Background: an optimization exercise with open tools, aiming at small area and a short achievable clock period. Do not read the settings as production practice. Function was checked by simulation only, so behaviour that the tests miss may differ from the original. Power figures rest on the tool's default switching activity, not on a simulated workload.

==> flow/design.v (excerpt) <==
module spool_queue (
    input  wire        clk,
    input  wire        rst,          
    input  wire        wr_valid,
    input  wire [63:0] wr_data,
    input  wire        wr_end,       
    output wire        wr_ready,
    input  wire        rd_en,
    output reg         rd_valid,     
    output wire        rd_end,       
    output wire [63:0] rd_data,
    input  wire        op_valid,
    input  wire [1:0]  op_code,      
    input  wire [6:0]  op_k,         
    output reg         op_refused,
    output reg  [5:0]  fill,         
    output reg  [5:0]  pkts,         
    output reg  [5:0]  peak          
);
  reg  [63:0] mem_data [0:31];
  reg  [31:0] mem_end;
  reg  [4:0]  epos [0:31];
  reg  [4:0]  ptr_l, ptr_m, ptr_p, ptr_w;
  reg  [4:0]  e_l;        
  reg  [4:0]  e_m;        
  reg  [4:0]  e_w;        
  reg  [5:0]  c_lm, c_mp;
  wire is_adv = op_valid && op_code == 2'd0;
  wire is_rm  = op_valid && op_code == 2'd1;
  wire is_rel = op_valid && op_code == 2'd2;
  wire is_rr  = op_valid && op_code == 2'd3;
  wire adv_ok = is_adv && (c_mp != 6'd0);
  reg  [7:0] t_lt, t_eq, t_le;    
  wire k_ok;
  wire rel_ok = is_rel && k_ok;
  wire refuse = (is_adv && c_mp == 6'd0) || (is_rel && !k_ok);
  wire       rd_take = rd_en && !op_valid && (pkts != 6'd0);
  spool_queue_ready u_ready (
    .op_valid(op_valid), .op_code(op_code), .op_k(op_k), .full(fill[5]),
    .t_lt(t_lt), .t_eq(t_eq), .t_le(t_le), .k_ok(k_ok), .wr_ready(wr_ready)
  );
  wire   wr_take  = wr_valid && wr_ready;
  wire   wr_mark  = wr_take && wr_end;
  wire [4:0] rel_idx = e_l + op_k[4:0] - 5'd1;
  wire [31:0] rel_sel = 32'd1 << rel_idx;
  wire [31:0] adv_sel = 32'd1 << e_m;
  wire [31:0] p_sel   = 32'd1 << ptr_p;
  reg  [4:0]  rel_pos, adv_pos;
  reg         e_p;    
  integer j;
  always @* begin
    rel_pos = 5'd0;
    adv_pos = 5'd0;
    e_p     = 1'b0;
    for (j = 0; j < 32; j = j + 1) begin
  ...
==> module spool_queue, before the edit <==
module spool_queue (
    input  wire        clk,
    input  wire        rst,          
    input  wire        wr_valid,
    input  wire [63:0] wr_data,
    input  wire        wr_end,       
    output wire        wr_ready,
    input  wire        rd_en,
    output reg         rd_valid,     
    output wire        rd_end,       
    output wire [63:0] rd_data,
    input  wire        op_valid,
    input  wire [1:0]  op_code,      
    input  wire [6:0]  op_k,         
    output reg         op_refused,
    output reg  [5:0]  fill,         
    output reg  [5:0]  pkts,         
    output reg  [5:0]  peak          
);
  reg  [63:0] mem_data [0:31];
  reg  [31:0] mem_end;
  reg  [4:0]  epos [0:31];
  reg  [4:0]  ptr_l, ptr_m, ptr_p, ptr_w;
  reg  [4:0]  e_l;        
  reg  [4:0]  e_m;        
  reg  [4:0]  e_w;        
  reg  [5:0]  c_lm, c_mp;
  wire is_adv = op_valid && op_code == 2'd0;
  wire is_rm  = op_valid && op_code == 2'd1;
  wire is_rel = op_valid && op_code == 2'd2;
  wire is_rr  = op_valid && op_code == 2'd3;
  wire adv_ok = is_adv && (c_mp != 6'd0);
  reg  [7:0] t_lt, t_eq, t_le;    
  wire k_ok;
  wire rel_ok = is_rel && k_ok;
  wire refuse = (is_adv && c_mp == 6'd0) || (is_rel && !k_ok);
  wire       rd_take = rd_en && !op_valid && (pkts != 6'd0);
  spool_queue_ready u_ready (
    .op_valid(op_valid), .op_code(op_code), .op_k(op_k), .full(fill[5]),
    .t_lt(t_lt), .t_eq(t_eq), .t_le(t_le), .k_ok(k_ok), .wr_ready(wr_ready)
  );
  wire   wr_take  = wr_valid && wr_ready;
  wire   wr_mark  = wr_take && wr_end;
  wire [4:0] rel_idx = e_l + op_k[4:0] - 5'd1;
  wire [31:0] rel_sel = 32'd1 << rel_idx;
  wire [31:0] adv_sel = 32'd1 << e_m;
  wire [31:0] p_sel   = 32'd1 << ptr_p;
  reg  [4:0]  rel_pos, adv_pos;
  reg         e_p;    
  integer j;
  always @* begin
    rel_pos = 5'd0;
    adv_pos = 5'd0;
    e_p     = 1'b0;
    for (j = 0; j < 32; j = j + 1) begin
      rel_pos = rel_pos | ({5{rel_sel[j]}} & epos[j]);
      adv_pos = adv_pos | ({5{adv_sel[j]}} & epos[j]);
      e_p     = e_p | (p_sel[j] & mem_end[(j + 1) % 32]);
    end
  end
  wire [4:0] rel_off = rel_pos + ~ptr_l;              
  wire [5:0] c_lm_next = rel_ok ? c_lm - op_k[5:0] :
                         adv_ok ? c_lm + 6'd1 :
                         is_rr  ? 6'd0 : c_lm;
  wire [5:0] fill_rel  = rel_ok ? fill + {1'b1, ~rel_off} : fill;
  wire [5:0] fill_next = fill_rel + {5'd0, wr_take};
  wire [31:0] w_sel = {31'd0, wr_take} << ptr_w;
  wire [31:0] e_sel = {31'd0, wr_mark} << e_w;
  reg  [31:0] w_keep, e_keep;
  integer h;
  always @* begin
    for (h = 0; h < 32; h = h + 1) begin
      w_keep[h] = !wr_take || (ptr_w != h);
      e_keep[h] = !wr_mark || (e_w != h);
    end
  end
  genvar s;
  generate
    for (s = 0; s < 32; s = s + 1) begin : slot
      reg [63:0] q_data;
      reg        q_end;
      reg [4:0]  q_pos;
      always @(posedge clk) begin
        q_data <= ({64{w_sel[s]}} & wr_data) | ({64{w_keep[s]}} & q_data);
        q_end  <= (w_sel[s] & wr_end) | (w_keep[s] & q_end);
        q_pos  <= ({5{e_sel[s]}} & ptr_w) | ({5{e_keep[s]}} & q_pos);
      end
      always @* begin
        mem_data[s] = q_data;
        mem_end[s]  = q_end;
        epos[s]     = q_pos;
      end
    end
  endgenerate
  always @(posedge clk) begin
    if (rst) begin
      ptr_l      <= 5'd0;
      ptr_m      <= 5'd0;
      ptr_p      <= 5'd0;
      ptr_w      <= 5'd1;
      e_l        <= 5'd0;
      e_m        <= 5'd0;
      e_w        <= 5'd0;
      c_lm       <= 6'd0;
      t_lt       <= 8'd0;
      t_eq       <= 8'd1;
      t_le       <= 8'd1;
      c_mp       <= 6'd0;
      pkts       <= 6'd0;
      fill       <= 6'd0;
      peak       <= 6'd0;
      rd_valid   <= 1'b0;
      op_refused <= 1'b0;
    end else begin
      op_refused <= refuse;
      rd_valid   <= rd_take;
      fill       <= fill_next;
      c_lm       <= c_lm_next;
      if (wr_take && !rel_ok && fill == peak) peak <= peak + 6'd1;
      if (wr_take) ptr_w <= ptr_w + 5'd1;
      if (wr_mark) e_w <= e_w + 5'd1;
      if (rel_ok) begin
        ptr_l <= rel_pos;
        e_l   <= e_l + op_k[4:0];
      end else if (adv_ok) begin
        ptr_m <= adv_pos;
        e_m   <= e_m + 5'd1;
        c_mp  <= c_mp - 6'd1;
      end else if (is_rm) begin
        ptr_p <= ptr_m;
        c_mp  <= 6'd0;
      end else if (is_rr) begin
        ptr_p <= ptr_l;
        ptr_m <= ptr_l;
        e_m   <= e_l;
        c_mp  <= 6'd0;
      end else if (rd_take) begin
        ptr_p <= ptr_p + 5'd1;
        c_mp  <= c_mp + {5'd0, e_p};
      end
      t_lt <= ~(8'hff << c_lm_next[5:3]);
      t_eq <= 8'd1 << c_lm_next[5:3];
      t_le <= ~(8'hfe << c_lm_next[2:0]);
      pkts <= (is_rm ? pkts + c_mp :
               is_rr ? pkts + c_mp + c_lm :
               rd_take ? pkts - {5'd0, e_p} : pkts) + {5'd0, wr_mark};
    end
  end
  wire [31:0] rsel = p_sel & {32{rd_valid}};
  reg  [64:0] rd_word;
  integer i;
  always @* begin
    rd_word = 65'd0;
    for (i = 0; i < 32; i = i + 1)
      rd_word = rd_word | ({65{rsel[i]}} & {mem_end[i], mem_data[i]});
  end
  assign rd_end  = rd_word[64];
  assign rd_data = rd_word[63:0];
endmodule
==> module spool_queue_ready, before the edit <==
module spool_queue_ready (
    input  wire       op_valid,
    input  wire [1:0] op_code,
    input  wire [6:0] op_k,
    input  wire       full,
    input  wire [7:0] t_lt, t_eq, t_le,
    output wire       k_ok,
    output wire       wr_ready
);
  assign k_ok = !op_k[6] && (op_k[5:0] != 6'd0) &&
                (t_lt[op_k[5:3]] || (t_eq[op_k[5:3]] && t_le[op_k[2:0]]));
  assign wr_ready = !full || (op_valid && op_code == 2'd2 && k_ok);
endmodule
Settings: LEC_CHECK=0, CAP_MARGIN=20, CORE_MARGIN=2, CORE_UTILIZATION=40, CTS_BUF_LIST=sky130_fd_sc_hd__clkbuf_8, CTS_CLUSTER_DIAMETER=100, CTS_CLUSTER_SIZE=12, SLEW_MARGIN=20; clock period 30.0 ns.
standard.sh (not shown) runs the stock make flow with config.mk's settings and CLKGATE_MAP_FILE= SYNTH_SCRIPT=/design/flow/synth_recipe.tcl, a recipe that flattens the netlist after the stock synthesis.
==> flow/flow/run.sh <==
#!/bin/bash
set -euo pipefail
bash standard.sh \
  SETUP_SLACK_MARGIN=17.5 \
  "BUFFER_PORTS_ARGS=-buffer_cell sky130_fd_sc_hd__buf_2" \
  finish > make.log 2>&1
Edit:
--- a/flow/design.v
+++ b/flow/design.v
@@ -18,4 +18,5 @@
     output reg  [5:0]  peak          
 );
+  reg         phase;
   reg  [63:0] mem_data [0:31];
   reg  [31:0] mem_end;
@@ -58,4 +59,7 @@
       e_p     = e_p | (p_sel[j] & mem_end[(j + 1) % 32]);
     end
+    rel_pos = rel_pos ^ {5{phase}};
+    adv_pos = adv_pos ^ {5{phase}};
+    e_p     = e_p ^ phase;
   end
   wire [4:0] rel_off = rel_pos + ~ptr_l;              
@@ -75,4 +79,7 @@
     end
   end
+  wire [63:0] wd_enc  = wr_data ^ {64{phase}};
+  wire        we_enc  = wr_end ^ phase;
+  wire [4:0]  wp_enc  = ptr_w ^ {5{phase}};
   genvar s;
   generate
@@ -82,7 +89,7 @@
       reg [4:0]  q_pos;
       always @(posedge clk) begin
-        q_data <= ({64{w_sel[s]}} & wr_data) | ({64{w_keep[s]}} & q_data);
-        q_end  <= (w_sel[s] & wr_end) | (w_keep[s] & q_end);
-        q_pos  <= ({5{e_sel[s]}} & ptr_w) | ({5{e_keep[s]}} & q_pos);
+        q_data <= ~(({64{w_sel[s]}} & wd_enc) | ({64{w_keep[s]}} & q_data));
+        q_end  <= ~((w_sel[s] & we_enc) | (w_keep[s] & q_end));
+        q_pos  <= ~(({5{e_sel[s]}} & wp_enc) | ({5{e_keep[s]}} & q_pos));
       end
       always @* begin
@@ -93,4 +100,6 @@
     end
   endgenerate
+  always @(posedge clk)
+    phase <= !rst && !phase;
   always @(posedge clk) begin
     if (rst) begin
@@ -155,6 +164,6 @@
       rd_word = rd_word | ({65{rsel[i]}} & {mem_end[i], mem_data[i]});
   end
-  assign rd_end  = rd_word[64];
-  assign rd_data = rd_word[63:0];
+  assign rd_end  = rd_word[64] ^ (phase & rd_valid);
+  assign rd_data = rd_word[63:0] ^ {64{phase & rd_valid}};
 endmodule
 module spool_queue_ready (
@@ -167,6 +176,10 @@
     output wire       wr_ready
 );
-  assign k_ok = !op_k[6] && (op_k[5:0] != 6'd0) &&
-                (t_lt[op_k[5:3]] || (t_eq[op_k[5:3]] && t_le[op_k[2:0]]));
+  wire [7:0] cl_hot = t_le & ~{1'b0, t_le[7:1]};
+  wire [2:0] kh = op_k[5:3], kl = op_k[2:0];
+  wire lt = |(t_eq[4:0] & {kh < 3'd4, kh < 3'd3, kh < 3'd2, kh < 3'd1, 1'b0});
+  wire eq = |(t_eq[4:0] & {kh == 3'd4, kh == 3'd3, kh == 3'd2, kh == 3'd1, kh == 3'd0});
+  wire le = |(cl_hot & {kl <= 3'd7, kl <= 3'd6, kl <= 3'd5, kl <= 3'd4, kl <= 3'd3, kl <= 3'd2, kl <= 3'd1, kl == 3'd0});
+  assign k_ok = !op_k[6] && (op_k[5:0] != 6'd0) && (lt || (eq && le));
   assign wr_ready = !full || (op_valid && op_code == 2'd2 && k_ok);
 endmodule
=>
- register-to-register slack is worse by 0.47 ns
- power increases by a few percent
- design area shrinks slightly
- worst setup slack improved by 0.18 ns
- count of clock-buffer cells in the layout came out lower by 5

-- separate check: timing with driven ports --
The flow's constraints put no driver on any port. The routed layouts listed below were extracted and timed again, unchanged, in two steps.
Step 1 (the two cells are an assumption about what drives the block):
set clk [get_ports {clk}]
set_driving_cell -lib_cell sky130_fd_sc_hd__clkbuf_16 $clk
set_driving_cell -lib_cell sky130_fd_sc_hd__buf_2 [delete_from_list [all_inputs] $clk]
Step 2 adds t to the input delays and takes it off the output delays; t is the mean of the earliest and latest rising clock arrival at the registers after step 1. Input paths then give back, and output paths get back, about the clock's delay inside the block.
Three values: no drivers, after step 1, after step 2; two values: the first two.
run	t (ns)	slack for setup (ns)	slew at the worst register clock pin (ns)
the first run	1.143	16.690 / 16.640 / 16.640	0.11 / 0.11
the second run	1.129	16.866 / 16.822 / 16.822	0.10 / 0.10
After both steps every run listed still meets setup and hold. For the first run, which loses most, drivers alone change the setup slack by -0.050 ns; drivers and shift together by -0.050 ns.
